From an optimization exercise on the open Yosys and OpenROAD flow, aimed at small area, a short achievable clock period and few clock cycles per item; shortcuts taken in it are not production practice.
Function was checked by simulation only, so behaviour that the tests miss may differ from the original.
No activity file was given, so power comes from the tool's default toggle rates.

==> flow/design.v (excerpt) <==
module mdu36 (
    input  wire        clk,
    input  wire        rst,
    input  wire        start,
    input  wire [3:0]  op,
    input  wire        ctm,
    input  wire [35:0] a,
    input  wire [35:0] b,
    input  wire [71:0] c,
    output wire        ready,
    output reg         done,
    output wire [35:0] result,
    output wire [35:0] result_hi,
    output reg         dz,
    output reg         ovf,
    output reg         trap
);
Size: roughly 350 flip-flops, about 230 I/O pins, about 65000 µm² of cells after synthesis.
export LEC_CHECK = 0
export CAP_MARGIN = 20
export CORE_MARGIN = 2
export CORE_UTILIZATION = 40
export SETUP_SLACK_MARGIN = 5
export SLEW_MARGIN = 20
export TNS_END_PERCENT = 0
create_clock -name core_clock -period 13.0 [get_ports {clk}]
run.sh (not shown) runs the stock make flow with config.mk's settings and CLKGATE_MAP_FILE= SYNTH_SCRIPT=/design/flow/synth_recipe.tcl, a recipe that flattens the netlist after the stock synthesis.
Testbench counts at the start, summed over its fixed seeds: cycles 24,010, ops 16,000.
Edit:
==> flow/flow/run.sh (new file) <==
#!/bin/bash
set -euo pipefail
bash standard.sh BUFFER_PORTS_ARGS="-buffer_cell sky130_fd_sc_hd__buf_2" SETUP_SLACK_MARGIN=5.5 finish > standard_flow.log 2>&1
==> flow/standard.sh (new file) <==
#!/bin/bash
# synth_recipe.tcl (not shown) runs the flow's synth.tcl, then flattens the netlist and writes it again
# the make line also repeats each setting of config.mk as NAME=value (left out here)
make -C /OpenROAD-flow-scripts/flow DESIGN_CONFIG=/design/flow/config.mk WORK_HOME=/design/flow/orfs CLKGATE_MAP_FILE= SYNTH_SCRIPT=/design/flow/synth_recipe.tcl "${@:-finish}"
TNS_END_PERCENT = default   (was 0)
removed: flow/run.sh
=> Critical path depth goes up by 1. Routed wire length goes up by 0.53%. Clock power goes down by about 6%. Cell count goes up by 2.5%. Clock skew goes down by 0.024 ns. Register-to-register slack is better by 0.70 ns. Area after synthesis does not change. Count of clock-buffer cells in the layout goes up by 4. Die area is unchanged. Design area goes up by 4.7%. Total power goes up by 5.7%.

* * *

v23:
mdu36 again, from the RTL that the note above started with.
make LEC_CHECK=0 CAP_MARGIN=20 CORE_MARGIN=2 CORE_UTILIZATION=40 SETUP_SLACK_MARGIN=5 SLEW_MARGIN=20 finish   # period 13.0 ns
Stock flow here: none of the scripts above is used.
Testbench counts of v23, summed over its fixed seeds: cycles 24,010, ops 16,000.
Input-level comparison between v25 and v23:
Settings: PLACE_DENSITY newly set to 0.75.
Notes after the runs:
v25: done, clean on timing, DRC and antenna. v23: no failed stages, no open violations at the end. The total internal power reported for v25 is smaller than that of v23 by about 0.7%. Looking only at wire length of the first global-routing pass, and setting everything else aside, the higher value of v25 and v23 goes to v23. Going from v23 to v25, routed length per placed instance fell by 1.6%, sequential share of cell area stayed essentially flat. The power share of the combinational group of v25 is lower than that of v23. Compared with v23, in v25 relative contribution of the clock network to total power ~0 delta, worst hold slack -3.8 ps, depth of the worst register-to-register path +1, overall global routing resource usage -0.84 points.

* * *

Starting RTL as in the previous note.
// mdu36
module mdu36 (
    input  wire        clk,
    input  wire        rst,
    input  wire        start,
    input  wire [3:0]  op,
    input  wire        ctm,
    input  wire [35:0] a,
    input  wire [35:0] b,
    input  wire [71:0] c,
    output wire        ready,
    output reg         done,
    output wire [35:0] result,
    output wire [35:0] result_hi,
    output reg         dz,
    output reg         ovf,
    output reg         trap
);
export LEC_CHECK = 0
export CAP_MARGIN = 20
export CORE_MARGIN = 2
export CORE_UTILIZATION = 40
export SETUP_SLACK_MARGIN = 5
export SLEW_MARGIN = 20
create_clock -name core_clock -period 13.0 [get_ports {clk}]
standard.sh (not shown) runs the stock make flow with config.mk's settings and CLKGATE_MAP_FILE= SYNTH_SCRIPT=/design/flow/synth_recipe.tcl, a recipe that flattens the netlist after the stock synthesis.
==> flow/flow/run.sh <==
#!/bin/bash
set -euo pipefail
bash standard.sh BUFFER_PORTS_ARGS="-buffer_cell sky130_fd_sc_hd__buf_4" SETUP_SLACK_MARGIN=5.5 finish > standard_flow.log 2>&1
Testbench counts at the start, summed over its fixed seeds: cycles 24,010, ops 16,000.
==> next run, changes <==
==> flow/flow/run.sh (replaced) <==
#!/bin/bash
set -euo pipefail
bash standard.sh BUFFER_PORTS_ARGS="-buffer_cell sky130_fd_sc_hd__buf_2" finish > standard_flow.log 2>&1
- The changed run completed without violations
- combinational power shrinks by about 7%
- worst setup slack loses 0.36 ns
- cell area is lower by 3.4%
==> next run, changes <==
==> flow/run.sh (new file) <==
#!/bin/bash
# synth_recipe.tcl (not shown) runs the flow's synth.tcl, then flattens the netlist and writes it again
# the make line also repeats each setting of config.mk as NAME=value (left out here)
make -C /OpenROAD-flow-scripts/flow DESIGN_CONFIG=/design/flow/config.mk WORK_HOME=/design/flow/orfs CLKGATE_MAP_FILE= SYNTH_SCRIPT=/design/flow/synth_recipe.tcl finish
--- a/flow/config.mk
+++ b/flow/config.mk
@@ -10 +10 @@
-export CORE_UTILIZATION = 40
+export CORE_UTILIZATION = 55
removed: flow/flow/run.sh
removed: flow/standard.sh
=> The new run went through all stages and came out clean; global-route usage grows by 11 points; via count rose by 1.4%; sequential cell count stays the same; clock-buffer cell count came out higher by 5; wire length decreases by 3.0%.
==> next run, changes <==
--- a/flow/config.mk
+++ b/flow/config.mk
@@ -10 +10 @@
-export CORE_UTILIZATION = 55
+export CORE_UTILIZATION = 40
@@ -12,0 +13 @@
+export TNS_END_PERCENT = 20
The new run finished clean.
Via count came out lower by 1.5%.
Wire length came out higher by 4.2%.
Core utilization came out lower by 18 points.
Power came out higher by 1.4%.
Count of clock-buffer cells in the layout came out lower by 11.
Sequential share of layout area barely changes.
Register-to-register slack improves by 0.07 ns.
Cell area came out lower by 0.42%.
Cell count came out higher by 6.6%.
Sequential power is about the same.
Worst setup slack degrades by 0.32 ns.

[afterwards: timing with drivers on the ports]
How much do the figures lean on ideal ports? The routed layouts below were timed once more, with nothing changed but the port constraints. Step 1, drivers: a clkbuf_16 drives clk and a buf_2 each remaining input, both assumed. Step 2, shift: input delay + t, output delay - t, t = (earliest + latest rising clock arrival at the registers) / 2. This alone moves slack from input paths to output paths. Slacks: ideal / step 1 / step 2; pairs: ideal / step 1.
run	t (ns)	slack for setup (ns)	clock arrival spread, ns	worst slew at a driven data input, ns
the first run of note 1	0.744	4.635 / 4.552 / 4.216	0.046 / 0.045	0.18
the second run of note 1	0.748	5.373 / 5.292 / 4.870	0.039 / 0.039	0.21
v23	0.746	5.110 / 5.026 / 4.444	0.050 / 0.049	0.19
v25	0.747	4.877 / 4.799 / 4.454	0.081 / 0.082	0.18
the first run of note 3	0.760	5.371 / 5.371 / 4.887	0.051 / 0.051	0.21
the second run of note 3	0.780	5.011 / 4.939 / 4.556	0.072 / 0.073	0.21
the third run of note 3	0.722	4.992 / 4.907 / 4.452	0.019 / 0.020	0.08
the fourth run of note 3	0.746	4.671 / 4.589 / 4.240	0.051 / 0.050	0.19
After both steps every run listed still meets setup and hold. For v23, which loses most, drivers alone change the setup slack by -0.084 ns; drivers and shift together by -0.666 ns.
